Source: an optimization exercise on an open RTL-to-GDS flow (aim: small area, a short achievable clock period and few clock cycles per item). Production flows keep margins and buffers that such runs may drop.
Function was not checked in any run shown here: the RTL went through the layout flow alone.

<file path="flow/run.sh">
#!/bin/bash
# synth_recipe.tcl (not shown) runs the flow's synth.tcl, then flattens the netlist and writes it again
# the make line also repeats each setting of config.mk as NAME=value (left out here)
make -C /OpenROAD-flow-scripts/flow DESIGN_CONFIG=/design/flow/config.mk WORK_HOME=/design/flow/orfs CLKGATE_MAP_FILE= SYNTH_SCRIPT=/design/flow/synth_recipe.tcl finish
</file>
<file path="flow/config.mk">
export PLATFORM = sky130hd
export DESIGN_NAME = kw_unwrap
export DESIGN_NICKNAME = kw_unwrap
export VERILOG_FILES = /design/flow/design.v
export SDC_FILE = /design/flow/constraint.sdc
export NUM_CORES = 8
export LEC_CHECK = 0
export CAP_MARGIN = 20
export CELL_PAD_IN_SITES_DETAIL_PLACEMENT = 1
export CELL_PAD_IN_SITES_GLOBAL_PLACEMENT = 2
export CORE_MARGIN = 2
export CORE_UTILIZATION = 30
export PLACE_DENSITY = 0.5
export SLEW_MARGIN = 20
export SYNTH_HIERARCHICAL = 1
</file>
<file path="flow/constraint.sdc">
create_clock -name core_clock -period 12.0 [get_ports {clk}]
set_input_delay 2.4000 -clock core_clock [delete_from_list [all_inputs] [get_ports {clk}]]
set_output_delay 2.4000 -clock core_clock [all_outputs]
set_load 0.01 [all_outputs]
</file>
<file path="flow/design.v">
module aes_sbox_a (
    input  wire [7:0]  a,
    output wire [11:0] q
);
    wire n1;
    gx2 u1 (.a(a[4]), .b(a[7]), .y(n1));
    wire n2;
    gx2 u2 (.a(a[1]), .b(a[3]), .y(n2));
    wire n3;
    gx2 u3 (.a(a[5]), .b(a[6]), .y(n3));
    wire n4;
    gx2 u4 (.a(a[2]), .b(n2), .y(n4));
    wire n5;
    gx2 u5 (.a(a[0]), .b(n3), .y(n5));
    wire n6;
    gx2 u6 (.a(n1), .b(n2), .y(n6));
    wire n7;
    gx2 u7 (.a(a[6]), .b(n4), .y(n7));
    wire n8;
    gx2 u8 (.a(a[5]), .b(a[7]), .y(n8));
    wire n9;
    gx2 u9 (.a(a[2]), .b(n1), .y(n9));
    wire n10;
    gx2 u10 (.a(a[2]), .b(a[7]), .y(n10));
    wire n11;
    gx2 u11 (.a(a[1]), .b(n5), .y(n11));
    wire n12;
    gx2 u12 (.a(a[5]), .b(n9), .y(n12));
    wire n13;
    gx2 u13 (.a(a[4]), .b(n3), .y(n13));
    wire n14;
    gx2 u14 (.a(a[2]), .b(a[4]), .y(n14));
    wire n15;
    gx2 u15 (.a(n3), .b(n6), .y(n15));
    wire n16;
    gx2 u16 (.a(a[0]), .b(n6), .y(n16));
    wire n17;
    gx2 u17 (.a(a[1]), .b(n9), .y(n17));
    wire n18;
    gx2 u18 (.a(n4), .b(n13), .y(n18));
    wire n19;
    gx2 u19 (.a(a[1]), .b(a[7]), .y(n19));
    wire n20;
    gx2 u20 (.a(n10), .b(n11), .y(n20));
    wire n21;
    gx2 u21 (.a(a[1]), .b(n8), .y(n21));
    wire n22;
    gx2 u22 (.a(n1), .b(n7), .y(n22));
    wire n23;
    gx2 u23 (.a(a[6]), .b(n1), .y(n23));
    wire n24;
    gx2 u24 (.a(a[7]), .b(n5), .y(n24));
    wire n25;
    gx2 u25 (.a(a[4]), .b(n5), .y(n25));
    wire n26;
    gx2 u26 (.a(a[2]), .b(a[3]), .y(n26));
    wire n27;
    gx2 u27 (.a(a[5]), .b(n4), .y(n27));
    wire n28;
    gx2 u28 (.a(a[0]), .b(n7), .y(n28));
    wire n29;
    ga2 u29 (.a(n14), .b(n12), .y(n29));
    wire n30;
    ga2 u30 (.a(n1), .b(n7), .y(n30));
    wire n31;
    ga2 u31 (.a(n10), .b(n15), .y(n31));
    wire n32;
    ga2 u32 (.a(n17), .b(n6), .y(n32));
    wire n33;
    ga2 u33 (.a(n25), .b(a[0]), .y(n33));
    wire n34;
    ga2 u34 (.a(n20), .b(n16), .y(n34));
    wire n35;
    ga2 u35 (.a(n19), .b(n27), .y(n35));
    wire n36;
    ga2 u36 (.a(n24), .b(n28), .y(n36));
    wire n37;
    ga2 u37 (.a(n11), .b(n5), .y(n37));
    wire n38;
    gx2 u38 (.a(n33), .b(n34), .y(n38));
    wire n39;
    gx2 u39 (.a(n32), .b(n33), .y(n39));
    wire n40;
    gx2 u40 (.a(n31), .b(n39), .y(n40));
    wire n41;
    gx2 u41 (.a(n30), .b(n18), .y(n41));
    wire n42;
    gx2 u42 (.a(n23), .b(n39), .y(n42));
    wire n43;
    gx2 u43 (.a(n40), .b(n41), .y(n43));
    wire n44;
    gx2 u44 (.a(n31), .b(n8), .y(n44));
    wire n45;
    gx2 u45 (.a(n35), .b(n36), .y(n45));
    wire n46;
    gx2 u46 (.a(n37), .b(n21), .y(n46));
    wire n47;
    gx2 u47 (.a(n29), .b(n44), .y(n47));
    wire n48;
    gx2 u48 (.a(n42), .b(n45), .y(n48));
    wire n49;
    gx2 u49 (.a(n38), .b(n47), .y(n49));
    wire n50;
    gx2 u50 (.a(n36), .b(n46), .y(n50));
    wire n51;
    gx2 u51 (.a(n38), .b(n50), .y(n51));
    reg [3:0] e;
    always @(*) begin
        case ({n51, n48, n49, n43})
            4'd0: e = 4'd0;
            4'd1: e = 4'd1;
            4'd2: e = 4'd3;
            4'd3: e = 4'd2;
            4'd4: e = 4'd15;
            4'd5: e = 4'd12;
            4'd6: e = 4'd9;
            4'd7: e = 4'd11;
            4'd8: e = 4'd10;
            4'd9: e = 4'd6;
            4'd10: e = 4'd8;
            4'd11: e = 4'd7;
            4'd12: e = 4'd5;
            4'd13: e = 4'd14;
            4'd14: e = 4'd13;
            4'd15: e = 4'd4;
            default: e = 4'd0;
        endcase
    end
    assign q[8] = n13;
    assign q[9] = n26;
    assign q[10] = n22;
    assign q[11] = n8;
    assign q[4] = a[0];
    assign q[5] = n6;
    assign q[6] = n7;
    assign q[7] = n12;
    assign q[3:0] = e;
endmodule
module aes_sbox_b (
    input  wire [11:0] q,
    output wire [7:0]  y
);
    wire m1;
    gx2 u52 (.a(q[10]), .b(q[11]), .y(m1));
    wire m2;
    gx2 u53 (.a(q[8]), .b(q[9]), .y(m2));
    wire m3;
    gx2 u54 (.a(m1), .b(m2), .y(m3));
    wire m4;
    gx2 u55 (.a(q[9]), .b(q[11]), .y(m4));
    wire m5;
    gx2 u56 (.a(q[8]), .b(q[10]), .y(m5));
    wire m6;
    gx2 u57 (.a(q[6]), .b(q[7]), .y(m6));
    wire m7;
    gx2 u58 (.a(q[4]), .b(q[5]), .y(m7));
    wire m8;
    gx2 u59 (.a(m6), .b(m7), .y(m8));
    wire m9;
    gx2 u60 (.a(q[5]), .b(q[7]), .y(m9));
    wire m10;
    gx2 u61 (.a(q[4]), .b(q[6]), .y(m10));
    wire m11;
    gx2 u62 (.a(q[2]), .b(q[3]), .y(m11));
    wire m12;
    gx2 u63 (.a(q[0]), .b(q[1]), .y(m12));
    wire m13;
    gx2 u64 (.a(m11), .b(m12), .y(m13));
    wire m14;
    gx2 u65 (.a(q[1]), .b(q[3]), .y(m14));
    wire m15;
    gx2 u66 (.a(q[0]), .b(q[2]), .y(m15));
    wire m16;
    ga2 u67 (.a(q[11]), .b(q[3]), .y(m16));
    wire m17;
    ga2 u68 (.a(q[10]), .b(q[2]), .y(m17));
    wire m18;
    ga2 u69 (.a(m1), .b(m11), .y(m18));
    wire m19;
    ga2 u70 (.a(q[9]), .b(q[1]), .y(m19));
    wire m20;
    ga2 u71 (.a(q[8]), .b(q[0]), .y(m20));
    wire m21;
    ga2 u72 (.a(m2), .b(m12), .y(m21));
    wire m22;
    ga2 u73 (.a(m4), .b(m14), .y(m22));
    wire m23;
    ga2 u74 (.a(m5), .b(m15), .y(m23));
    wire m24;
    ga2 u75 (.a(m3), .b(m13), .y(m24));
    wire m25;
    ga2 u76 (.a(q[7]), .b(q[3]), .y(m25));
    wire m26;
    ga2 u77 (.a(q[6]), .b(q[2]), .y(m26));
    wire m27;
    ga2 u78 (.a(m6), .b(m11), .y(m27));
    wire m28;
    ga2 u79 (.a(q[5]), .b(q[1]), .y(m28));
    wire m29;
    ga2 u80 (.a(q[4]), .b(q[0]), .y(m29));
    wire m30;
    ga2 u81 (.a(m7), .b(m12), .y(m30));
    wire m31;
    ga2 u82 (.a(m9), .b(m14), .y(m31));
    wire m32;
    ga2 u83 (.a(m10), .b(m15), .y(m32));
    wire m33;
    ga2 u84 (.a(m8), .b(m13), .y(m33));
    wire m34;
    gx2 u85 (.a(m16), .b(m17), .y(m34));
    wire m35;
    gx2 u86 (.a(m21), .b(m34), .y(m35));
    wire m36;
    gx2 u87 (.a(m22), .b(m32), .y(m36));
    wire m37;
    gx2 u88 (.a(m19), .b(m35), .y(m37));
    wire m38;
    gx2 u89 (.a(m26), .b(m33), .y(m38));
    wire m39;
    gx2 u90 (.a(m28), .b(m29), .y(m39));
    wire m40;
    gx2 u91 (.a(m25), .b(m38), .y(m40));
    wire m41;
    gx2 u92 (.a(m31), .b(m37), .y(m41));
    wire m42;
    gx2 u93 (.a(m24), .b(m36), .y(m42));
    wire m43;
    gx2 u94 (.a(m23), .b(m36), .y(m43));
    wire m44;
    gx2 u95 (.a(m28), .b(m30), .y(m44));
    wire m45;
    gx2 u96 (.a(m34), .b(m42), .y(m45));
    wire m46;
    gx2 u97 (.a(m39), .b(m40), .y(m46));
    wire m47;
    gx2 u98 (.a(m27), .b(m38), .y(m47));
    wire m48;
    gx2 u99 (.a(m17), .b(m18), .y(m48));
    wire m49;
    gx2 u100 (.a(m20), .b(m44), .y(m49));
    wire m50;
    gx2 u101 (.a(m43), .b(m48), .y(m50));
    wire m51;
    gx2 u102 (.a(m31), .b(m45), .y(m51));
    wire m52;
    gx2 u103 (.a(m40), .b(m41), .y(m52));
    wire m53;
    gx2 u104 (.a(m35), .b(m47), .y(m53));
    wire m54;
    gx2 u105 (.a(m31), .b(m50), .y(m54));
    wire m55;
    gx2 u106 (.a(m41), .b(m44), .y(m55));
    wire m65;
    gxn2 u107 (.a(m45), .b(m46), .y(m65));
    wire m57;
    gx2 u108 (.a(m26), .b(m27), .y(m57));
    wire m58;
    gx2 u109 (.a(m43), .b(m49), .y(m58));
    wire m59;
    gx2 u110 (.a(m32), .b(m37), .y(m59));
    wire m60;
    gx2 u111 (.a(m46), .b(m59), .y(m60));
    wire m67;
    gxn2 u112 (.a(m39), .b(m54), .y(m67));
    wire m66;
    gxn2 u113 (.a(m51), .b(m57), .y(m66));
    wire m63;
    gx2 u114 (.a(m53), .b(m58), .y(m63));
    wire m64;
    gx2 u115 (.a(m33), .b(m55), .y(m64));
    wire m68 = ~m37;
    assign y[0] = m65;
    assign y[1] = m66;
    assign y[2] = m63;
    assign y[3] = m60;
    assign y[4] = m52;
    assign y[5] = m67;
    assign y[6] = m68;
    assign y[7] = m64;
endmodule
module aes_isbox_a (
    input  wire [7:0]  a,
    output wire [17:0] p
);
    wire n1;
    gx2 u1 (.a(a[1]), .b(a[2]), .y(n1));
    wire n2;
    gx2 u2 (.a(a[0]), .b(a[5]), .y(n2));
    wire n3;
    gx2 u3 (.a(a[4]), .b(a[6]), .y(n3));
    wire n4;
    gx2 u4 (.a(a[7]), .b(n1), .y(n4));
    wire n5;
    gx2 u5 (.a(a[0]), .b(a[3]), .y(n5));
    wire n6;
    gx2 u6 (.a(a[4]), .b(a[5]), .y(n6));
    wire n7;
    gx2 u7 (.a(a[6]), .b(n5), .y(n7));
    wire n8;
    gx2 u8 (.a(a[3]), .b(n6), .y(n8));
    wire n9;
    gx2 u9 (.a(a[0]), .b(a[4]), .y(n9));
    wire n10;
    gx2 u10 (.a(n2), .b(n3), .y(n10));
    wire n11;
    gx2 u11 (.a(n1), .b(n2), .y(n11));
    wire n12;
    gx2 u12 (.a(a[5]), .b(a[6]), .y(n12));
    wire n13;
    gx2 u13 (.a(a[0]), .b(a[7]), .y(n13));
    wire n14;
    gx2 u14 (.a(a[4]), .b(n2), .y(n14));
    wire n15;
    gx2 u15 (.a(a[6]), .b(n4), .y(n15));
    wire n16;
    gx2 u16 (.a(a[2]), .b(a[7]), .y(n16));
    wire n17;
    gx2 u17 (.a(n4), .b(n10), .y(n17));
    wire n18;
    gx2 u18 (.a(n1), .b(n9), .y(n18));
    wire n19;
    gx2 u19 (.a(a[1]), .b(n8), .y(n19));
    wire n39;
    gxn2 u20 (.a(a[1]), .b(n2), .y(n39));
    wire n21;
    gx2 u21 (.a(n1), .b(n5), .y(n21));
    wire n44;
    gxn2 u22 (.a(n4), .b(n14), .y(n44));
    wire n23;
    gx2 u23 (.a(n12), .b(n16), .y(n23));
    wire n24;
    gx2 u24 (.a(a[1]), .b(n3), .y(n24));
    wire n37;
    gxn2 u25 (.a(a[2]), .b(n6), .y(n37));
    wire n26;
    gx2 u26 (.a(a[3]), .b(n3), .y(n26));
    wire n27;
    gx2 u27 (.a(a[1]), .b(n13), .y(n27));
    wire n28;
    gx2 u28 (.a(n4), .b(n8), .y(n28));
    wire n29;
    gx2 u29 (.a(a[1]), .b(n9), .y(n29));
    wire n30;
    gx2 u30 (.a(a[3]), .b(n12), .y(n30));
    wire n31;
    gx2 u31 (.a(n4), .b(n26), .y(n31));
    wire n32;
    gx2 u32 (.a(a[6]), .b(n11), .y(n32));
    wire n43;
    gxn2 u33 (.a(n4), .b(n7), .y(n43));
    wire n34;
    gx2 u34 (.a(n3), .b(n13), .y(n34));
    wire n35 = ~n1;
    wire n36 = ~n9;
    wire n38 = ~n11;
    wire n40 = ~a[1];
    wire n41 = ~n10;
    wire n42 = ~n5;
    wire n45 = ~a[6];
    wire n46 = ~n10;
    wire n47 = ~n8;
    wire n48;
    ga2 u35 (.a(n18), .b(n34), .y(n48));
    wire n49;
    ga2 u36 (.a(n35), .b(n21), .y(n49));
    wire n50;
    ga2 u37 (.a(n36), .b(n31), .y(n50));
    wire n51;
    ga2 u38 (.a(n37), .b(n27), .y(n51));
    wire n52;
    ga2 u39 (.a(n38), .b(n32), .y(n52));
    wire n53;
    ga2 u40 (.a(n29), .b(n23), .y(n53));
    wire n54;
    ga2 u41 (.a(n39), .b(n24), .y(n54));
    wire n55;
    ga2 u42 (.a(n2), .b(n30), .y(n55));
    wire n56;
    ga2 u43 (.a(n40), .b(n19), .y(n56));
    wire n57;
    gx2 u44 (.a(n52), .b(n53), .y(n57));
    wire n58;
    gx2 u45 (.a(n51), .b(n52), .y(n58));
    wire n59;
    gx2 u46 (.a(n49), .b(n28), .y(n59));
    wire n60;
    gx2 u47 (.a(n54), .b(n55), .y(n60));
    wire n61;
    gx2 u48 (.a(n55), .b(n7), .y(n61));
    wire n62;
    gx2 u49 (.a(n41), .b(n60), .y(n62));
    wire n63;
    gx2 u50 (.a(n48), .b(n59), .y(n63));
    wire n64;
    gx2 u51 (.a(n57), .b(n63), .y(n64));
    wire n65;
    gx2 u52 (.a(n56), .b(n61), .y(n65));
    wire n66;
    gx2 u53 (.a(n58), .b(n62), .y(n66));
    wire n67;
    gx2 u54 (.a(n57), .b(n65), .y(n67));
    wire n68;
    gx2 u55 (.a(n48), .b(n14), .y(n68));
    wire n69;
    gx2 u56 (.a(n50), .b(n68), .y(n69));
    wire n70;
    gx2 u57 (.a(n58), .b(n69), .y(n70));
    reg [3:0] e;
    always @(*) begin
        case ({n67, n66, n64, n70})
            4'd0: e = 4'd0;
            4'd1: e = 4'd1;
            4'd2: e = 4'd3;
            4'd3: e = 4'd2;
            4'd4: e = 4'd10;
            4'd5: e = 4'd8;
            4'd6: e = 4'd14;
            4'd7: e = 4'd13;
            4'd8: e = 4'd5;
            4'd9: e = 4'd11;
            4'd10: e = 4'd4;
            4'd11: e = 4'd9;
            4'd12: e = 4'd15;
            4'd13: e = 4'd7;
            4'd14: e = 4'd6;
            4'd15: e = 4'd12;
            default: e = 4'd0;
        endcase
    end
    wire n71;
    gx2 u58 (.a(e[2]), .b(e[3]), .y(n71));
    wire n72;
    gx2 u59 (.a(e[0]), .b(e[1]), .y(n72));
    wire n73;
    gx2 u60 (.a(n71), .b(n72), .y(n73));
    wire n74;
    gx2 u61 (.a(e[1]), .b(e[3]), .y(n74));
    wire n75;
    gx2 u62 (.a(e[0]), .b(e[2]), .y(n75));
    wire n76;
    ga2 u63 (.a(n15), .b(e[3]), .y(n76));
    wire n77;
    ga2 u64 (.a(n42), .b(e[2]), .y(n77));
    wire n78;
    ga2 u65 (.a(n43), .b(n71), .y(n78));
    wire n79;
    ga2 u66 (.a(n44), .b(e[1]), .y(n79));
    wire n80;
    ga2 u67 (.a(n45), .b(e[0]), .y(n80));
    wire n81;
    ga2 u68 (.a(n17), .b(n72), .y(n81));
    wire n82;
    ga2 u69 (.a(n46), .b(n74), .y(n82));
    wire n83;
    ga2 u70 (.a(n7), .b(n75), .y(n83));
    wire n84;
    ga2 u71 (.a(n47), .b(n73), .y(n84));
    wire n85;
    ga2 u72 (.a(n34), .b(e[3]), .y(n85));
    wire n86;
    ga2 u73 (.a(n21), .b(e[2]), .y(n86));
    wire n87;
    ga2 u74 (.a(n31), .b(n71), .y(n87));
    wire n88;
    ga2 u75 (.a(n27), .b(e[1]), .y(n88));
    wire n89;
    ga2 u76 (.a(n32), .b(e[0]), .y(n89));
    wire n90;
    ga2 u77 (.a(n23), .b(n72), .y(n90));
    wire n91;
    ga2 u78 (.a(n24), .b(n74), .y(n91));
    wire n92;
    ga2 u79 (.a(n30), .b(n75), .y(n92));
    wire n93;
    ga2 u80 (.a(n19), .b(n73), .y(n93));
    assign p[0] = n76;
    assign p[1] = n77;
    assign p[2] = n78;
    assign p[3] = n79;
    assign p[4] = n80;
    assign p[5] = n81;
    assign p[6] = n82;
    assign p[7] = n83;
    assign p[8] = n84;
    assign p[9] = n85;
    assign p[10] = n86;
    assign p[11] = n87;
    assign p[12] = n88;
    assign p[13] = n89;
    assign p[14] = n90;
    assign p[15] = n91;
    assign p[16] = n92;
    assign p[17] = n93;
endmodule
module aes_isbox_b (
    input  wire [17:0] p,
    output wire [7:0]  y
);
    wire m1;
    gx2 u81 (.a(p[9]), .b(p[10]), .y(m1));
    wire m2;
    gx2 u82 (.a(p[0]), .b(p[1]), .y(m2));
    wire m3;
    gx2 u83 (.a(p[17]), .b(m1), .y(m3));
    wire m4;
    gx2 u84 (.a(p[4]), .b(m2), .y(m4));
    wire m5;
    gx2 u85 (.a(p[12]), .b(p[15]), .y(m5));
    wire m6;
    gx2 u86 (.a(p[5]), .b(m4), .y(m6));
    wire m7;
    gx2 u87 (.a(p[6]), .b(m5), .y(m7));
    wire m8;
    gx2 u88 (.a(p[13]), .b(m5), .y(m8));
    wire m9;
    gx2 u89 (.a(m3), .b(m8), .y(m9));
    wire m10;
    gx2 u90 (.a(p[16]), .b(m3), .y(m10));
    wire m11;
    gx2 u91 (.a(p[8]), .b(p[14]), .y(m11));
    wire m12;
    gx2 u92 (.a(m7), .b(m11), .y(m12));
    wire m13;
    gx2 u93 (.a(p[11]), .b(p[12]), .y(m13));
    wire m14;
    gx2 u94 (.a(p[0]), .b(p[6]), .y(m14));
    wire m15;
    gx2 u95 (.a(p[2]), .b(p[17]), .y(m15));
    wire m16;
    gx2 u96 (.a(p[2]), .b(m14), .y(m16));
    wire m17;
    gx2 u97 (.a(p[8]), .b(m2), .y(m17));
    wire m18;
    gx2 u98 (.a(p[7]), .b(m16), .y(m18));
    wire m19;
    gx2 u99 (.a(p[3]), .b(p[16]), .y(m19));
    wire m20;
    gx2 u100 (.a(p[10]), .b(m13), .y(m20));
    wire m21;
    gx2 u101 (.a(p[1]), .b(m15), .y(m21));
    wire m22;
    gx2 u102 (.a(m6), .b(m10), .y(m22));
    wire m23;
    gx2 u103 (.a(m12), .b(m21), .y(m23));
    wire m24;
    gx2 u104 (.a(p[14]), .b(m20), .y(m24));
    wire m25;
    gx2 u105 (.a(m1), .b(m19), .y(m25));
    wire m26;
    gx2 u106 (.a(p[7]), .b(m17), .y(m26));
    wire m27;
    gx2 u107 (.a(m6), .b(m9), .y(m27));
    wire m28;
    gx2 u108 (.a(m6), .b(m24), .y(m28));
    wire m29;
    gx2 u109 (.a(m4), .b(m25), .y(m29));
    wire m30;
    gx2 u110 (.a(m12), .b(m29), .y(m30));
    wire m31;
    gx2 u111 (.a(m10), .b(m26), .y(m31));
    assign y[0] = m28;
    assign y[1] = m18;
    assign y[2] = m27;
    assign y[3] = m9;
    assign y[4] = m30;
    assign y[5] = m22;
    assign y[6] = m23;
    assign y[7] = m31;
endmodule
module aes_inv_mixcol (
    input  wire [31:0] a,
    output wire [31:0] y
);
    wire x0;
    gx2 u_x0 (.a(a[5]), .b(a[21]), .y(x0));
    wire x1;
    gx2 u_x1 (.a(a[13]), .b(a[29]), .y(x1));
    wire x2;
    gx2 u_x2 (.a(a[6]), .b(a[22]), .y(x2));
    wire x3;
    gx2 u_x3 (.a(a[14]), .b(a[30]), .y(x3));
    wire x4;
    gx2 u_x4 (.a(x0), .b(x1), .y(x4));
    wire x5;
    gx2 u_x5 (.a(a[7]), .b(x2), .y(x5));
    wire x6;
    gx2 u_x6 (.a(a[23]), .b(x3), .y(x6));
    wire x7;
    gx2 u_x7 (.a(a[3]), .b(a[31]), .y(x7));
    wire x8;
    gx2 u_x8 (.a(a[15]), .b(a[19]), .y(x8));
    wire x9;
    gx2 u_x9 (.a(a[25]), .b(x4), .y(x9));
    wire x10;
    gx2 u_x10 (.a(a[1]), .b(a[17]), .y(x10));
    wire x11;
    gx2 u_x11 (.a(a[8]), .b(a[24]), .y(x11));
    wire x12;
    gx2 u_x12 (.a(a[9]), .b(x9), .y(x12));
    wire x13;
    gx2 u_x13 (.a(a[12]), .b(a[28]), .y(x13));
    wire x14;
    gx2 u_x14 (.a(a[4]), .b(a[20]), .y(x14));
    wire x15;
    gx2 u_x15 (.a(a[0]), .b(a[16]), .y(x15));
    wire x16;
    gx2 u_x16 (.a(a[10]), .b(a[26]), .y(x16));
    wire x17;
    gx2 u_x17 (.a(a[2]), .b(a[18]), .y(x17));
    wire x18;
    gx2 u_x18 (.a(a[11]), .b(a[27]), .y(x18));
    wire x19;
    gx2 u_x19 (.a(x7), .b(x8), .y(x19));
    wire x20;
    gx2 u_x20 (.a(x6), .b(x17), .y(x20));
    wire x21;
    gx2 u_x21 (.a(a[7]), .b(x14), .y(x21));
    wire x22;
    gx2 u_x22 (.a(x2), .b(x16), .y(x22));
    wire x23;
    gx2 u_x23 (.a(a[23]), .b(x13), .y(x23));
    wire x24;
    gx2 u_x24 (.a(x5), .b(x18), .y(x24));
    wire x25;
    gx2 u_x25 (.a(a[7]), .b(x3), .y(x25));
    wire x26;
    gx2 u_x26 (.a(x3), .b(x22), .y(x26));
    wire x27;
    gx2 u_x27 (.a(x4), .b(x11), .y(x27));
    wire x28;
    gx2 u_x28 (.a(a[15]), .b(a[31]), .y(x28));
    wire x29;
    gx2 u_x29 (.a(a[30]), .b(x23), .y(x29));
    wire x30;
    gx2 u_x30 (.a(x8), .b(x10), .y(x30));
    wire x31;
    gx2 u_x31 (.a(a[2]), .b(x15), .y(x31));
    wire x32;
    gx2 u_x32 (.a(a[5]), .b(x19), .y(x32));
    wire x33;
    gx2 u_x33 (.a(a[21]), .b(x19), .y(x33));
    wire x34;
    gx2 u_x34 (.a(a[22]), .b(x21), .y(x34));
    wire x35;
    gx2 u_x35 (.a(x7), .b(x10), .y(x35));
    wire x36;
    gx2 u_x36 (.a(a[18]), .b(x15), .y(x36));
    wire x37;
    gx2 u_x37 (.a(a[23]), .b(x2), .y(x37));
    wire x38;
    gx2 u_x38 (.a(x26), .b(x28), .y(x38));
    wire x39;
    gx2 u_x39 (.a(x1), .b(x17), .y(x39));
    wire x40;
    gx2 u_x40 (.a(x5), .b(x20), .y(x40));
    wire x41;
    gx2 u_x41 (.a(a[13]), .b(x24), .y(x41));
    wire x42;
    gx2 u_x42 (.a(x27), .b(x37), .y(x42));
    wire x43;
    gx2 u_x43 (.a(a[15]), .b(a[24]), .y(x43));
    wire x44;
    gx2 u_x44 (.a(x6), .b(x18), .y(x44));
    wire x45;
    gx2 u_x45 (.a(x0), .b(x28), .y(x45));
    wire x46;
    gx2 u_x46 (.a(a[26]), .b(x11), .y(x46));
    wire x47;
    gx2 u_x47 (.a(a[6]), .b(x21), .y(x47));
    wire x48;
    gx2 u_x48 (.a(x0), .b(x16), .y(x48));
    wire x49;
    gx2 u_x49 (.a(a[0]), .b(a[31]), .y(x49));
    wire x50;
    gx2 u_x50 (.a(x4), .b(x15), .y(x50));
    wire x51;
    gx2 u_x51 (.a(x26), .b(x39), .y(x51));
    wire x52;
    gx2 u_x52 (.a(a[14]), .b(x23), .y(x52));
    wire x53;
    gx2 u_x53 (.a(a[29]), .b(x24), .y(x53));
    wire x54;
    gx2 u_x54 (.a(a[10]), .b(x11), .y(x54));
    wire x55;
    gx2 u_x55 (.a(a[31]), .b(x1), .y(x55));
    wire x56;
    gx2 u_x56 (.a(a[3]), .b(a[11]), .y(x56));
    wire x57;
    gx2 u_x57 (.a(a[13]), .b(x33), .y(x57));
    wire x58;
    gx2 u_x58 (.a(x6), .b(x31), .y(x58));
    wire x59;
    gx2 u_x59 (.a(x6), .b(x50), .y(x59));
    wire x60;
    gx2 u_x60 (.a(x14), .b(x30), .y(x60));
    wire x61;
    gx2 u_x61 (.a(x1), .b(x34), .y(x61));
    wire x62;
    gx2 u_x62 (.a(a[15]), .b(x29), .y(x62));
    wire x63;
    gx2 u_x63 (.a(a[31]), .b(x5), .y(x63));
    wire x64;
    gx2 u_x64 (.a(a[14]), .b(x45), .y(x64));
    wire x65;
    gx2 u_x65 (.a(a[17]), .b(x31), .y(x65));
    wire x66;
    gx2 u_x66 (.a(a[4]), .b(a[12]), .y(x66));
    wire x67;
    gx2 u_x67 (.a(a[11]), .b(x16), .y(x67));
    wire x68;
    gx2 u_x68 (.a(a[19]), .b(a[27]), .y(x68));
    wire x69;
    gx2 u_x69 (.a(x43), .b(x50), .y(x69));
    wire x70;
    gx2 u_x70 (.a(a[8]), .b(a[31]), .y(x70));
    wire x71;
    gx2 u_x71 (.a(a[16]), .b(x37), .y(x71));
    wire x72;
    gx2 u_x72 (.a(a[10]), .b(x24), .y(x72));
    wire x73;
    gx2 u_x73 (.a(a[1]), .b(a[8]), .y(x73));
    wire x74;
    gx2 u_x74 (.a(x61), .b(x62), .y(x74));
    wire x75;
    gx2 u_x75 (.a(x32), .b(x34), .y(x75));
    wire x76;
    gx2 u_x76 (.a(a[6]), .b(x45), .y(x76));
    wire x77;
    gx2 u_x77 (.a(x5), .b(x10), .y(x77));
    wire x78;
    gx2 u_x78 (.a(x14), .b(x29), .y(x78));
    wire x79;
    gx2 u_x79 (.a(x25), .b(x46), .y(x79));
    wire x80;
    gx2 u_x80 (.a(x18), .b(x31), .y(x80));
    wire x81;
    gx2 u_x81 (.a(a[17]), .b(x6), .y(x81));
    wire x82;
    gx2 u_x82 (.a(a[16]), .b(x27), .y(x82));
    wire x83;
    gx2 u_x83 (.a(x35), .b(x67), .y(x83));
    wire x84;
    gx2 u_x84 (.a(x13), .b(x64), .y(x84));
    wire x85;
    gx2 u_x85 (.a(x8), .b(x56), .y(x85));
    wire x86;
    gx2 u_x86 (.a(x25), .b(x69), .y(x86));
    wire x87;
    gx2 u_x87 (.a(x10), .b(x71), .y(x87));
    wire x88;
    gx2 u_x88 (.a(a[4]), .b(a[28]), .y(x88));
    wire x89;
    gx2 u_x89 (.a(x44), .b(x47), .y(x89));
    wire x90;
    gx2 u_x90 (.a(a[4]), .b(x13), .y(x90));
    wire x91;
    gx2 u_x91 (.a(x59), .b(x70), .y(x91));
    wire x92;
    gx2 u_x92 (.a(x48), .b(x66), .y(x92));
    wire x93;
    gx2 u_x93 (.a(a[1]), .b(x36), .y(x93));
    wire x94;
    gx2 u_x94 (.a(x35), .b(x36), .y(x94));
    wire x95;
    gx2 u_x95 (.a(x9), .b(x77), .y(x95));
    wire x96;
    gx2 u_x96 (.a(a[8]), .b(x49), .y(x96));
    wire x97;
    gx2 u_x97 (.a(a[15]), .b(x73), .y(x97));
    wire x98;
    gx2 u_x98 (.a(x52), .b(x55), .y(x98));
    wire x99;
    gx2 u_x99 (.a(x25), .b(x90), .y(x99));
    wire x100;
    gx2 u_x100 (.a(a[28]), .b(x14), .y(x100));
    wire x101;
    gx2 u_x101 (.a(a[17]), .b(x54), .y(x101));
    wire x102;
    gx2 u_x102 (.a(x36), .b(x85), .y(x102));
    wire x103;
    gx2 u_x103 (.a(x76), .b(x78), .y(x103));
    wire x104;
    gx2 u_x104 (.a(a[1]), .b(a[9]), .y(x104));
    wire x105;
    gx2 u_x105 (.a(x27), .b(x94), .y(x105));
    wire x106;
    gx2 u_x106 (.a(x33), .b(x88), .y(x106));
    wire x107;
    gx2 u_x107 (.a(a[16]), .b(x97), .y(x107));
    wire x108;
    gx2 u_x108 (.a(a[23]), .b(a[27]), .y(x108));
    wire x109;
    gx2 u_x109 (.a(x29), .b(x32), .y(x109));
    wire x110;
    gx2 u_x110 (.a(x46), .b(x104), .y(x110));
    wire x111;
    gx2 u_x111 (.a(a[12]), .b(x108), .y(x111));
    wire x112;
    gx2 u_x112 (.a(x5), .b(x100), .y(x112));
    wire x113;
    gx2 u_x113 (.a(x25), .b(x107), .y(x113));
    wire x114;
    gx2 u_x114 (.a(x20), .b(x92), .y(x114));
    wire x115;
    gx2 u_x115 (.a(a[0]), .b(a[15]), .y(x115));
    wire x116;
    gx2 u_x116 (.a(a[9]), .b(x65), .y(x116));
    wire x117;
    gx2 u_x117 (.a(a[29]), .b(x44), .y(x117));
    wire x118;
    gx2 u_x118 (.a(a[26]), .b(x30), .y(x118));
    wire x119;
    gx2 u_x119 (.a(a[25]), .b(x93), .y(x119));
    wire x120;
    gx2 u_x120 (.a(x40), .b(x110), .y(x120));
    wire x121;
    gx2 u_x121 (.a(x33), .b(x52), .y(x121));
    wire x122;
    gx2 u_x122 (.a(a[9]), .b(x4), .y(x122));
    wire x123;
    gx2 u_x123 (.a(a[20]), .b(a[28]), .y(x123));
    wire x124;
    gx2 u_x124 (.a(a[11]), .b(x17), .y(x124));
    wire x125;
    gx2 u_x125 (.a(x72), .b(x105), .y(x125));
    wire x126;
    gx2 u_x126 (.a(x53), .b(x114), .y(x126));
    wire x127;
    gx2 u_x127 (.a(x42), .b(x115), .y(x127));
    wire x128;
    gx2 u_x128 (.a(x41), .b(x109), .y(x128));
    wire x129;
    gx2 u_x129 (.a(x47), .b(x98), .y(x129));
    wire x130;
    gx2 u_x130 (.a(x79), .b(x102), .y(x130));
    wire x131;
    gx2 u_x131 (.a(a[24]), .b(x49), .y(x131));
    wire x132;
    gx2 u_x132 (.a(x57), .b(x89), .y(x132));
    wire x133;
    gx2 u_x133 (.a(a[20]), .b(a[27]), .y(x133));
    wire x134;
    gx2 u_x134 (.a(x81), .b(x131), .y(x134));
    wire x135;
    gx2 u_x135 (.a(x22), .b(x111), .y(x135));
    wire x136;
    gx2 u_x136 (.a(x12), .b(x130), .y(x136));
    wire x137;
    gx2 u_x137 (.a(a[12]), .b(a[20]), .y(x137));
    wire x138;
    gx2 u_x138 (.a(x53), .b(x121), .y(x138));
    wire x139;
    gx2 u_x139 (.a(x34), .b(x84), .y(x139));
    wire x140;
    gx2 u_x140 (.a(x63), .b(x82), .y(x140));
    wire x141;
    gx2 u_x141 (.a(x38), .b(x119), .y(x141));
    wire x142;
    gx2 u_x142 (.a(x75), .b(x117), .y(x142));
    wire x143;
    gx2 u_x143 (.a(x32), .b(x137), .y(x143));
    wire x144;
    gx2 u_x144 (.a(x83), .b(x112), .y(x144));
    wire x145;
    gx2 u_x145 (.a(x60), .b(x135), .y(x145));
    wire x146;
    gx2 u_x146 (.a(x38), .b(x116), .y(x146));
    wire x147;
    gx2 u_x147 (.a(x12), .b(x144), .y(x147));
    wire x148;
    gx2 u_x148 (.a(x30), .b(x124), .y(x148));
    wire x149;
    gx2 u_x149 (.a(x12), .b(x134), .y(x149));
    wire x150;
    gx2 u_x150 (.a(x51), .b(x143), .y(x150));
    wire x151;
    gx2 u_x151 (.a(x99), .b(x148), .y(x151));
    wire x152;
    gx2 u_x152 (.a(x51), .b(x106), .y(x152));
    wire x153;
    gx2 u_x153 (.a(x43), .b(x122), .y(x153));
    wire x154;
    gx2 u_x154 (.a(x12), .b(x151), .y(x154));
    wire x155;
    gx2 u_x155 (.a(a[25]), .b(x101), .y(x155));
    wire x156;
    gx2 u_x156 (.a(x7), .b(x68), .y(x156));
    wire x157;
    gx2 u_x157 (.a(x80), .b(x118), .y(x157));
    wire x158;
    gx2 u_x158 (.a(x13), .b(x133), .y(x158));
    wire x159;
    gx2 u_x159 (.a(x12), .b(x145), .y(x159));
    wire x160;
    gx2 u_x160 (.a(x54), .b(x156), .y(x160));
    wire x161;
    gx2 u_x161 (.a(x58), .b(x160), .y(x161));
    wire x162;
    gx2 u_x162 (.a(x48), .b(x123), .y(x162));
    wire x163;
    gx2 u_x163 (.a(x95), .b(x96), .y(x163));
    wire x164;
    gx2 u_x164 (.a(x87), .b(x153), .y(x164));
    wire x165;
    gx2 u_x165 (.a(x20), .b(x162), .y(x165));
    wire x166;
    gx2 u_x166 (.a(x12), .b(x113), .y(x166));
    wire x167;
    gx2 u_x167 (.a(x40), .b(x155), .y(x167));
    wire x168;
    gx2 u_x168 (.a(x41), .b(x165), .y(x168));
    wire x169;
    gx2 u_x169 (.a(x12), .b(x161), .y(x169));
    wire x170;
    gx2 u_x170 (.a(x35), .b(x158), .y(x170));
    wire x171;
    gx2 u_x171 (.a(x42), .b(x157), .y(x171));
    wire x172;
    gx2 u_x172 (.a(x20), .b(x170), .y(x172));
    wire x173;
    gx2 u_x173 (.a(x12), .b(x172), .y(x173));
    assign y[0] = x140;
    assign y[1] = x149;
    assign y[2] = x141;
    assign y[3] = x171;
    assign y[4] = x173;
    assign y[5] = x152;
    assign y[6] = x142;
    assign y[7] = x103;
    assign y[8] = x86;
    assign y[9] = x163;
    assign y[10] = x120;
    assign y[11] = x169;
    assign y[12] = x147;
    assign y[13] = x126;
    assign y[14] = x128;
    assign y[15] = x129;
    assign y[16] = x127;
    assign y[17] = x166;
    assign y[18] = x146;
    assign y[19] = x125;
    assign y[20] = x154;
    assign y[21] = x150;
    assign y[22] = x132;
    assign y[23] = x139;
    assign y[24] = x91;
    assign y[25] = x164;
    assign y[26] = x167;
    assign y[27] = x136;
    assign y[28] = x159;
    assign y[29] = x168;
    assign y[30] = x138;
    assign y[31] = x74;
endmodule
module gx2 (input wire a, input wire b, output wire y);
    assign y = a ^ b;
endmodule
module gxn2 (input wire a, input wire b, output wire y);
    assign y = ~(a ^ b);
endmodule
module ga2 (input wire a, input wire b, output wire y);
    assign y = a & b;
endmodule
module kw_unwrap (
    input  wire         clk,
    input  wire         rst,
    input  wire         req_valid,
    output wire         req_ready,
    input  wire         req_kek,
    input  wire         req_long,
    input  wire [319:0] req_data,
    output wire         resp_valid,
    input  wire         resp_ready,
    output wire [255:0] resp_key,
    output wire         resp_ok
);
    localparam [63:0] IV = 64'hA6A6_A6A6_A6A6_A6A6;
    localparam [1:0] G_RUN   = 2'd0,
                     G_KEXP  = 2'd1,
                     G_KDONE = 2'd2;
    reg  [1:0]   gst;
    reg          ph;         
    reg  [3:0]   m;          
    reg          kph;        
    reg  [5:0]   kidx;       
    reg          k_rot;      
    reg          k_id;       
    reg  [7:0]   k_rcon;     
    reg  [255:0] kwin;       
    reg  [255:0] klast;      
    reg  [47:0]  ks;         
    reg  [127:0] sa;         
    reg  [287:0] sb;         
    reg          v_q, kek_q, long_q;
    reg          rdy;        
    reg  [63:0]  x1 [0:1];
    reg  [63:0]  x2 [0:1];
    reg  [63:0]  x3 [0:1];
    reg  [63:0]  x4 [0:1];
    reg  [4:0]   tc [0:1];   
    reg          lng  [0:1];
    reg          run  [0:1];   
    reg          park [0:1];   
    reg          okc  [0:1];
    reg          old;        
    reg  [255:0] out_key;
    reg          out_ok, out_pend, out_valid;
    reg          out_free;   
    wire [127:0] rk   = kwin[255:128];
    wire [127:0] rk14 = klast[127:0];
    wire         grun = (gst == G_RUN);
    wire         cb   = ~ph;                  
    wire         bnd  = (m == 4'd0);          
    function [7:0] rcon_of(input [2:0] i);
        case (i)
            3'd1:    rcon_of = 8'h01;
            3'd2:    rcon_of = 8'h02;
            3'd3:    rcon_of = 8'h04;
            3'd4:    rcon_of = 8'h08;
            3'd5:    rcon_of = 8'h10;
            3'd6:    rcon_of = 8'h20;
            3'd7:    rcon_of = 8'h40;
            default: rcon_of = 8'h00;
        endcase
    endfunction
    wire [31:0] kw0 = kwin[255:224], kw1 = kwin[223:192], kw2 = kwin[191:160], kw3 = kwin[159:128];
    wire [31:0] kw4 = kwin[127:96],  kw5 = kwin[95:64],   kw6 = kwin[63:32],   kw7 = kwin[31:0];
    wire        kfwd   = (gst == G_KEXP);
    wire [31:0] k_in   = kfwd ? kw7 : kw3;
    wire [31:0] sub_in = k_rot ? {k_in[23:0], k_in[31:24]} : k_in;
    wire [47:0] ks_next;
    wire [31:0] sub_out;
    genvar g;
    generate
        for (g = 0; g < 4; g = g + 1) begin : g_ksbox
            aes_sbox_a u_a (.a(sub_in[8*g +: 8]), .q(ks_next[12*g +: 12]));
            aes_sbox_b u_b (.q(ks[12*g +: 12]), .y(sub_out[8*g +: 8]));
        end
    endgenerate
    wire [31:0]  k_g       = k_id ? k_in : (sub_out ^ {k_rcon, 24'h0});
    wire [31:0]  k_new     = (kfwd ? kw0 : kw4) ^ k_g;
    wire [255:0] kfwd_next = {kwin[223:0], k_new};
    wire [255:0] kbwd_next = {k_new, kw5 ^ kw4, kw6 ^ kw5, kw7 ^ kw6, kwin[255:128]};
    wire [287:0] sb_next;
    generate
        for (g = 0; g < 16; g = g + 1) begin : g_sta
            localparam integer ROW = g % 4;
            localparam integer COL = g / 4;
            localparam integer SRC = ROW + 4 * ((COL + 4 - ROW) % 4);
            aes_isbox_a u_a (.a(sa[127-8*SRC -: 8]), .p(sb_next[287-18*g -: 18]));
        end
    endgenerate
    wire [127:0] isb;
    wire [127:0] ark;
    wire [127:0] imc;
    generate
        for (g = 0; g < 16; g = g + 1) begin : g_stb
            aes_isbox_b u_b (.p(sb[287-18*g -: 18]), .y(isb[127-8*g -: 8]));
        end
        for (g = 0; g < 4; g = g + 1) begin : g_imc
            aes_inv_mixcol u_imc (.a(ark[127-32*g -: 32]), .y(imc[127-32*g -: 32]));
        end
    endgenerate
    assign ark = isb ^ rk;
    wire [63:0] b_hi = ark[127:64];
    wire [63:0] b_lo = ark[63:0];
    wire        b_ok = (b_hi == IV);
    wire        bnd_b      = grun && bnd;     
    wire        run_b      = run[cb];
    wire        last_b     = (tc[cb] == 5'd1);
    wire        fin_direct = bnd_b && run_b && last_b && (old == cb) && out_free;
    wire        fin_park   = bnd_b && run_b && last_b && !fin_direct;
    wire        cont       = bnd_b && run_b && !last_b;
    wire        unpark0    = park[0] && !old && out_free;
    wire        unpark1    = park[1] &&  old && out_free;
    wire        acc        = rdy && !kek_q && req_valid;
    wire        kek_acc    = rdy &&  kek_q && req_valid;
    wire        has_o      = cb ? (run[0] || park[0]) : (run[1] || park[1]);
    wire [63:0]  head      = lng[cb] ? x1[cb] : x3[cb];
    wire [4:0]   t_nx      = tc[cb] - 5'd1;
    wire [4:0]   t_first   = long_q ? 5'd24 : 5'd12;
    wire [63:0]  c_n       = long_q ? req_data[63:0] : req_data[191:128];
    wire [127:0] blk_raw   = cont ? {b_hi ^ {59'd0, t_nx}, head}
                                  : {req_data[319:256] ^ {59'd0, t_first}, c_n};
    reg  [1:0]  gst_n;
    reg         ph_n, kph_n;
    reg  [3:0]  m_n;
    reg  [5:0]  kidx_n;
    reg         run_n [0:1];
    reg         park_n [0:1];
    reg  [4:0]  tc_n [0:1];
    reg         old_n;
    integer     c;
    always @(*) begin
        gst_n  = gst;
        ph_n   = ph;
        m_n    = m;
        kph_n  = kph;
        kidx_n = kidx;
        case (gst)
            G_RUN: begin
                if (kek_acc) begin
                    gst_n  = G_KEXP;
                    kph_n  = 1'b0;
                    kidx_n = 6'd8;
                end else begin
                    ph_n = ~ph;
                    if (!ph)
                        m_n = bnd ? 4'd13 : m - 4'd1;
                end
            end
            G_KEXP: begin
                kph_n = ~kph;
                if (kph) begin
                    kidx_n = kidx + 6'd1;
                    if (kidx == 6'd59)
                        gst_n = G_KDONE;
                end
            end
            default: begin
                gst_n = G_RUN;
                ph_n  = 1'b1;
                m_n   = 4'd0;
            end
        endcase
        for (c = 0; c < 2; c = c + 1) begin
            run_n[c]  = run[c];
            park_n[c] = park[c];
            tc_n[c]   = tc[c];
            if (cb == c) begin
                if (acc) begin
                    run_n[c] = 1'b1;
                    tc_n[c]  = t_first;
                end else if (bnd_b && run_b && last_b) begin
                    run_n[c] = 1'b0;
                end
                if (cont)
                    tc_n[c] = t_nx;
                if (fin_park)
                    park_n[c] = 1'b1;
            end
        end
        if (unpark0) park_n[0] = 1'b0;
        if (unpark1) park_n[1] = 1'b0;
        old_n = old;
        if (acc && !has_o)
            old_n = cb;
        else if (fin_direct)
            old_n = ~cb;
        else if (unpark0)
            old_n = 1'b1;
        else if (unpark1)
            old_n = 1'b0;
        if (rst) begin
            gst_n     = G_RUN;
            ph_n      = 1'b1;
            m_n       = 4'd0;
            run_n[0]  = 1'b0;
            run_n[1]  = 1'b0;
            park_n[0] = 1'b0;
            park_n[1] = 1'b0;
        end
    end
    wire out_pend_n  = !rst && (fin_direct || unpark0 || unpark1);
    wire out_valid_n = !rst && (out_pend || (out_valid && !resp_ready));
    wire out_free_n  = !(out_pend_n || out_pend || out_valid);
    wire v_q_n       = !rst && req_valid && !rdy;
    wire cb_n     = ~ph_n;
    wire grun_n   = (gst_n == G_RUN);
    wire bnd_n    = grun_n && (m_n == 4'd0);
    wire old_is_n = (old_n == cb_n);
    wire free_n   = (!run_n[cb_n] && (!park_n[cb_n] || (old_is_n && out_free_n))) ||
                    (bnd_n && run_n[cb_n] && (tc_n[cb_n] == 5'd1) && old_is_n && out_free_n);
    wire rdy_n    = !rst && v_q_n && grun_n &&
                    (req_kek ? (!run_n[0] && !park_n[0] && !run_n[1] && !park_n[1])
                             : (bnd_n && free_n));
    always @(posedge clk) begin
        gst      <= gst_n;
        ph       <= ph_n;
        m        <= m_n;
        kph      <= kph_n;
        kidx     <= kidx_n;
        run[0]   <= run_n[0];
        run[1]   <= run_n[1];
        park[0]  <= park_n[0];
        park[1]  <= park_n[1];
        tc[0]    <= tc_n[0];
        tc[1]    <= tc_n[1];
        old      <= old_n;
        out_pend  <= out_pend_n;
        out_valid <= out_valid_n;
        out_free  <= out_free_n;
        v_q      <= v_q_n;
        kek_q    <= req_kek;
        long_q   <= req_long;
        rdy      <= rdy_n;
    end
    always @(posedge clk) begin
        ks <= ks_next;
        if (kek_acc)
            kwin <= req_data[255:0];
        else if (kfwd && kph)
            kwin <= kfwd_next;
        else if (grun && !ph)
            kwin <= bnd ? klast : kbwd_next;
        if (gst == G_KDONE)
            klast <= kwin;
        if (kek_acc) begin
            k_rot  <= 1'b1;
            k_id   <= 1'b0;
            k_rcon <= 8'h01;
        end else if (kfwd) begin
            if (kph) begin
                k_rot  <= (kidx_n[2:0] == 3'd0);
                k_id   <= (kidx_n[1:0] != 2'd0);
                k_rcon <= (kidx_n[2:0] == 3'd0) ? rcon_of(kidx_n[5:3]) : 8'h00;
            end
        end else if (!grun || !ph) begin
            k_rot  <= m_n[0];
            k_id   <= 1'b0;
            k_rcon <= m_n[0] ? rcon_of(m_n[3:1] + 3'd1) : 8'h00;
        end
    end
    always @(posedge clk) begin
        sb <= sb_next;
        if (!bnd)
            sa <= imc;
        else
            sa <= blk_raw ^ rk14;
    end
    generate
        for (g = 0; g < 2; g = g + 1) begin : g_ctx
            wire here = (cb == g);
            always @(posedge clk) begin
                if (here && cont) begin
                    x3[g] <= b_lo;
                    if (lng[g]) begin
                        x1[g] <= x2[g];
                        x2[g] <= x3[g];
                    end
                end else if (here && acc) begin
                    lng[g] <= long_q;
                    x1[g]  <= long_q ? req_data[127:64] : 64'd0;
                    x2[g]  <= long_q ? req_data[191:128] : 64'd0;
                    x3[g]  <= req_data[255:192];
                end
                if (here && fin_park) begin
                    x4[g]  <= b_lo;
                    okc[g] <= b_ok;
                end
            end
        end
    endgenerate
    always @(posedge clk) begin
        if (fin_direct) begin
            out_key <= {b_lo, x3[cb], x2[cb], x1[cb]};
            out_ok  <= b_ok;
        end else if (unpark0) begin
            out_key <= {x4[0], x3[0], x2[0], x1[0]};
            out_ok  <= okc[0];
        end else if (unpark1) begin
            out_key <= {x4[1], x3[1], x2[1], x1[1]};
            out_ok  <= okc[1];
        end else if (out_pend && !out_ok) begin
            out_key <= 256'd0;
        end
    end
    assign req_ready  = rdy;
    assign resp_valid = out_valid;
    assign resp_ok    = out_ok;
    assign resp_key   = out_key;
endmodule
</file>
==> results.json, run 1 <==
{
  "status": "finished clean",
  "critical_path.startpoint_type": "register",
  "path_class": "register to register",
  "syn_area_um2": 107000,
  "final_cell_mix": "2450 x xor2_1, 1286 x edfxtp_1, 1079 x nand2_1",
  "core_area_um2": 356000,
  "tns_ns": 0,
  "clock-sinks": 1793,
  "cp.required_ns": 12.76,
  "ant_nets": 0,
  "routedWlPerCell_um": 34.1,
  "nets": 10900,
  "cap_viol_max_count": 0,
  "pin_count": 585,
  "drive_gt1_share_pct": 6.20,
  "fin_skew_ns": 0.100,
  "slew_headroom_pct": 16.5,
  "synthesis.nets": 11000,
  "tightestPinTransition_ns": 1.25,
  "rows": 219,
  "num_vias": 77300,
  "area_growth_syn_to_layout_pct": 14.6,
  "seq_area_frac_synth_pct": 45.5,
  "cts_tree": "yes",
  "vias_per_cell": 4.98,
  "final_common_cell": "xor2_1",
  "yosysTopAreaCell": "edfxtp_1",
  "rsz0062_at_grt": "no",
  "die_width_um": 602,
  "yosysWarningCount": 21,
  "yosys_most_used_dff": "edfxtp_1",
  "yosys-top-cells-area": "edfxtp_1 36%, xor2_1 20%, dfxtp_1 9.5%",
  "track_usage_pct": 28.5,
  "yosysTopAreaCellShare_pct": 36.0,
  "dr.pass1.iters": 20,
  "ctsHoldBuffers": 0,
  "dieArea_um2": 362000,
  "worstRegToRegCells": 15,
  "cts-buffers-inserted": 229,
  "min_path_cells": 2,
  "syn_avg_cell_area_um2": 10.1,
  "synthCells": 10600,
  "ys_seq_elements": 1793,
  "synthArstFlopShare_pct": 0,
  "grt_max_degree": 167,
  "grt_pass1_wl_mm": 711,
  "period_needed_ns": 6.85,
  "end_kind": "register",
  "cp.arrival_ns": 7.61,
  "grt_pass1_vias": 80500,
  "fmax_mhz": 146,
  "clk_path_buf_depth": 4,
  "holdCritPathClass": "register to register",
  "finalSetupViolCount": 0,
  "dpl.hpwl_mm": 415,
  "wirelength_mm": 529,
  "grt_antenna_before_repair": 58,
  "initial_core_util_pct": 30.1,
  "root_buffer": "clkbuf_16",
  "period_share_pct": 57.1,
  "drc_errors": 0,
  "slew_violations": 0,
  "path_max_fanout": 44,
  "dieHeight_um": 602,
  "synth_edf_count": 1286,
  "postCtsSetupRepairBufs": 0,
  "utilization_pct": 34.6,
  "path_clk_slew_ns": 0.06,
  "grt_overflow": 0,
  "cts_resized": 0,
  "port_buffers": 584,
  "synth_cell_types": 75,
  "globalplace.congestion": 0.888,
  "clkLatencyLatePin_ns": 0.97,
  "hold_viol": 0,
  "drt_iter0_drc": 5863,
  "cts_max_level": 4
}
sequential cells by signal, summed over array words and instances (netlist names), 2 cells and up:
name	count
sb	288
klast	256
kwin	256
out_key	256
sa	128
x1	128
x2	128
x3	128
x4	128
ks	48
tc	10
k_rcon	7
kidx	6
m	4
gst	2
lng	2
okc	2
park	2
run	2
stage by stage:
step	area, um^2	hold slack, ns	std cells	setup slack [ns]
detailed placement	115000	0.495	15100	5.19
global placement	115000	0.476	15100	5.37
floorplan	107000	0.424	10600	2.92
global route	123000	0.535	15500	4.65
finish	123000	0.503	15500	5.15
CTS	123000	0.505	15500	5.11
Yosys stat by module (local to each module, per instance), a selection:
module,flops+latches,area [um^2],copies in the design
gx2,0,8.76,2316
gxn2,0,8.76,76
aes_isbox_a,0,277,16
aes_inv_mixcol,0,240,4
kw_unwrap,1793,75300,1
aes_sbox_b,0,63.8,4
aes_isbox_b,0,60.1,16
ga2,0,6.26,540
critical path: stages (launching register included):
cell and delay, ns:
dfxtp_1 0.78, nor2b_4 0.26, buf_4 0.42, buf_4 0.84
mux2i_1 0.40, mux2i_1 0.69, xor2_1 0.31, xor2_1 0.42
xor2_1 0.41, and2_1 0.21, xor2_1 0.23, xor2_1 0.46
inv_1 0.17, ha_1 0.23, or2_0 0.22, mux4_2 0.46
logic make-up after synthesis:
group	count (synthesis)	share of synthesized area (%)
buffers and inverters	1422	7.16
adder cells (fa/ha/maj)	60	0.700
XOR/XNOR	2798	22.9
multiplexers	296	3.04
AO/OA/AOI/OAI	1934	10.8
AND/OR/NAND/NOR	2284	9.91
flip-flops	1793	45.5
metal layers:
metal	routed length, um	share of wire, %	GRT usage (%)	vias to the layer above
met5	0	0	0	-
met4	23500	4.4	10.9	0
met3	17000	3.2	2.41	494
met2	260000	49	49.6	1647
met1	229000	43	36.4	40000
li1	-	-	-	35200
final timing paths:
path | from | slack [ns] | to
worst max-delay path | gst[0] | 5.15 | ks[36]
worst min-delay path | kidx[1] | 0.50 | kidx[1]
worst max register to register | gst[0] | 5.15 | ks[36]
worst min register to register | kidx[1] | 0.50 | kidx[1]
layout make-up:
type                            count  area [um^2]
Antenna cell                       17         42.5
Clock buffer                      312         6450
Clock inverter                    118         1560
Fill cell                       39300       233000
Inverter                          339         1270
Multi-Input combinational cell   7372        51100
Sequential cell                  1793        48800
Tap cell                         4751         5940
Timing Repair Buffer              803         7730
Yosys cell counts, types with 70 or more instances:
library cell and instances:
nand2_1 1082, inv_1 339, clkbuf_1 399, nor2_1 392
a211oi_1 196, mux2i_1 271, a21oi_1 652, o21ai_0 637
edfxtp_1 1286, nor2b_1 70, a22o_1 196, buf_4 609
and2_1 543, xnor2_1 342, xor2_1 2456, dfxtp_1 507
==> run 2, diff against run 1 <==
--- a/flow/config.mk
+++ b/flow/config.mk
@@ -5,11 +5,12 @@
 export SDC_FILE = /design/flow/constraint.sdc
 export NUM_CORES = 8
 export LEC_CHECK = 0
-export CAP_MARGIN = 20
+export CAP_MARGIN = 40
 export CELL_PAD_IN_SITES_DETAIL_PLACEMENT = 1
 export CELL_PAD_IN_SITES_GLOBAL_PLACEMENT = 2
 export CORE_MARGIN = 2
 export CORE_UTILIZATION = 30
 export PLACE_DENSITY = 0.5
-export SLEW_MARGIN = 20
+export SETUP_SLACK_MARGIN = 5
+export SLEW_MARGIN = 40
 export SYNTH_HIERARCHICAL = 1
==> run 2 against run 1 <==
Net effect:
- core utilization barely moved
- routed wire length increased by 0.56%
- global-route usage is 0.16 points higher
- synthesized cell count unchanged
- non-clock buffer count rose by 15
- die area is the same
- register-to-register slack improved by 0.22 ns
- count of clock-buffer cells in the layout down 10
- first-iteration DRC count is 0.27% lower
- critical path depth grew 1
- largest cell class unchanged
==> results.json, run 2 <==
{
  "status": "finished clean",
  "synth_top_family_by_area": "XOR/XNOR gates",
  "synthArstFlopShare_pct": 0,
  "grt_pass1_vias": 80900,
  "path_class": "register to register",
  "path_max_fanout": 43,
  "port_buffers": 584,
  "ys_seq_elements": 1793,
  "wirelength_mm": 532,
  "track_usage_pct": 28.6,
  "seq_area_frac_synth_pct": 45.5,
  "clk_path_buf_depth": 4,
  "r2r_slack_ns": 5.38,
  "period_share_pct": 55.2,
  "finalSetupViolCount": 0,
  "synthAdderAreaFrac_pct": 0.700,
  "dieHeight_um": 602,
  "synth_edf_count": 1286,
  "yosysTopAreaCell": "edfxtp_1",
  "synthCells": 10600,
  "synthMuxAreaShare_pct": 3.04,
  "tns_ns": 0,
  "worstPathCellList": "nor2b_4 -> buf_4 -> buf_6 -> mux2i_1 -> mux2i_1 -> xor2_1 -> xor2_1 -> xor2_1 -> and2_1 -> xor2_1 -> xor2_1 -> xor2_1 -> inv_1 -> ha_1 -> or2_0 -> mux4_2",
  "cp.required_ns": 12.77,
  "cp.arrival_ns": 7.40,
  "cts_resized": 0,
  "num_vias": 77500,
  "drc_errors": 0,
  "slowest_stage": "dfxtp_1",
  "hold_viol": 0,
  "yosysTopAreaCellShare_pct": 36.0,
  "die_width_um": 602,
  "dr.pass1.iters": 21,
  "drive_gt1_share_pct": 6.38,
  "slew_violations": 0,
  "fin_skew_ns": 0.0567,
  "cts_max_level": 4,
  "synth.most_common_cell": "xor2_1",
  "grt_antenna_before_repair": 56,
  "syn_area_um2": 107000,
  "stdcell_count": 15500,
  "clkLatencyLatePin_ns": 0.95,
  "holdCritStartpoint": "tc[1][1]",
  "routedWlPerCell_um": 34.3,
  "path_clk_slew_ns": 0.06,
  "crit_top_cell": "xor2_1",
  "vias_per_cell": 4.99,
  "initial_core_util_pct": 30.1,
  "pin_count": 585,
  "clock-sinks": 1793,
  "rows": 219,
  "yosys_most_used_dff": "edfxtp_1",
  "cp-endpoint": "ks[0]",
  "r2r_end": "ks[0]",
  "grt_overflow": 0,
  "grt_max_degree": 169,
  "area_growth_syn_to_layout_pct": 14.6,
  "crit_start": "gst[0]",
  "largest-register": "sb",
  "worstRegToRegCells": 16,
  "tightestPinTransition_ns": 0.979,
  "cts-buffers-inserted": 225,
  "rsz0062_at_grt": "no",
  "period_needed_ns": 6.62,
  "rr_startpoint": "gst[0]",
  "holdCritPathClass": "register to register",
  "max_stage_delay_ns": 0.76,
  "ctsHoldBuffers": 0,
  "cts_tree": "yes",
  "cap_viol_max_count": 0,
  "dpl.hpwl_mm": 419,
  "synth_common_cells": "2456 x xor2_1, 1286 x edfxtp_1, 1082 x nand2_1, 652 x a21oi_1, 637 x o21ai_0",
  "critical_path.startpoint_type": "register",
  "final_cell_mix": "2433 x xor2_1, 1286 x edfxtp_1, 1079 x nand2_1",
  "syn_avg_cell_area_um2": 10.1,
  "yosys-top-cells-area": "edfxtp_1 36%, xor2_1 20%, dfxtp_1 9.5%",
  "synth_cell_types": 75,
  "yosysWarningCount": 21,
  "fmax_mhz": 151,
  "synthesis.nets": 11000,
  "synth-compound-area-share_pct": 10.8,
  "drt_iter0_drc": 5847,
  "synth-simple-area-share_pct": 9.91,
  "largest_reg_flops": 288,
  "root_buffer": "clkbuf_16",
  "postCtsSetupRepairBufs": 0,
  "end_kind": "register",
  "dieArea_um2": 362000,
  "slew_headroom_pct": 32.9,
  "grt_pass1_wl_mm": 715,
  "fillers": 39400,
  "place_inst": 15100,
  "globalplace.congestion": 0.882,
  "final_common_cell": "xor2_1",
  "nets": 10900,
  "synth_xor_area_share_pct": 22.9,
  "core_area_um2": 356000,
  "ant_nets": 0
}
-- run 2: cell counts after synthesis --
No cell type changed its count.
-- run 2: metrics by stage --
stage	utilization, %	instance area [um^2]	setup slack (ns)	hold slack [ns]
finish	34.5	123000	5.38	0.502
global route	34.5	123000	5.09	0.526
CTS	34.5	123000	5.40	0.503
detailed placement	32.4	115000	5.43	0.494
global placement	32.3	115000	5.16	0.485
floorplan	-	107000	4.30	0.424
-- run 2: per-layer routing --
metal / up-vias / share of wire, % / global-route usage (%)
met5: - / 0.0051 / 0
met4: 4 / 4.7 / 11.7
met3: 552 / 3.5 / 2.67
met2: 1884 / 49 / 49.4
met1: 39900 / 43 / 36.7
li1: 35200 / - / -
-- run 2: how the worst min path moves through the flow --
stage | endpoint | slack [ns] | cells past startpoint
3_3_place_gp | out_valid | 0.49 | 2
6_report | tc[1][1] | 0.50 | 2
4_1_cts | tc[1][1] | 0.50 | 2
5_1_grt | out_valid | 0.53 | 2
3_5_place_dp | tc[1][1] | 0.49 | 2
2_1_floorplan | lng[0] | 0.42 | 0
-- run 2: cell families after synthesis --
kind of cell | after synthesis
multiplexers | 296
buffers and inverters | 1422
XOR/XNOR | 2798
adder cells (fa/ha/maj) | 60
AND/OR/NAND/NOR | 2284
flip-flops | 1793
AO/OA/AOI/OAI | 1934
-- run 2: worst max-delay path: cells and delay by family (launching register included) --
family | cells | cell delay, ns
xor gates and xnor gates | 6 | 1.99
muxes | 3 | 1.42
buffers and inverters | 3 | 1.28
DFF | 1 | 0.76
and+or+nand+nor | 3 | 0.66
adders and majority gates | 1 | 0.21
-- run 2: cell type report --
type | count | area (um^2) | area share (%)
Multi-Input combinational cell | 7372 | 51400 | 41.8
Sequential cell | 1793 | 48800 | 39.7
Timing Repair Buffer | 818 | 7990 | 6.51
Clock buffer | 302 | 6230 | 5.07
Tap cell | 4751 | 5940 | 4.84
Inverter | 339 | 1270 | 1.04
Clock inverter | 114 | 1160 | 0.943
Antenna cell | 25 | 62.6 | 0.0509
-- run 2: per-module statistics from Yosys (local to each module, per instance) --
module	cell area, um^2	flops+latches
kw_unwrap	75300	1793
aes_isbox_a	277	0
aes_inv_mixcol	240	0
aes_sbox_a	238	0
aes_sbox_b	63.8	0
aes_isbox_b	60.1	0
gx2	8.76	0
gxn2	8.76	0
ga2	6.26	0

## separate check: timing with driven ports
Ports are ideal in the flow. The routed layouts listed here were re-timed in OpenROAD. Step 1 assumes that a clkbuf_16 drives the clock port and a buf_2 every other input. Step 2 adds t to the input delays and takes it off the output delays; t is the mean of the earliest and latest rising clock arrival at the registers after step 1. Input paths then give back, and output paths get back, about the clock's delay inside the block. a / b / c = no drivers / after step 1 / after step 2; a / b = the first two.
run | t (ns) | setup WS [ns] | worst setup path at the end | clock arrival spread, ns
run 1 | 1.042 | 5.154 / 5.154 / 5.154 | register to register | 0.107 / 0.108
run 2 | 1.039 | 5.378 / 5.378 / 5.329 | input to register | 0.064 / 0.064
After both steps setup and hold are still met in every run listed. For run 2, which loses most, drivers alone change the setup slack by 0.000 ns; drivers and shift together by -0.049 ns.
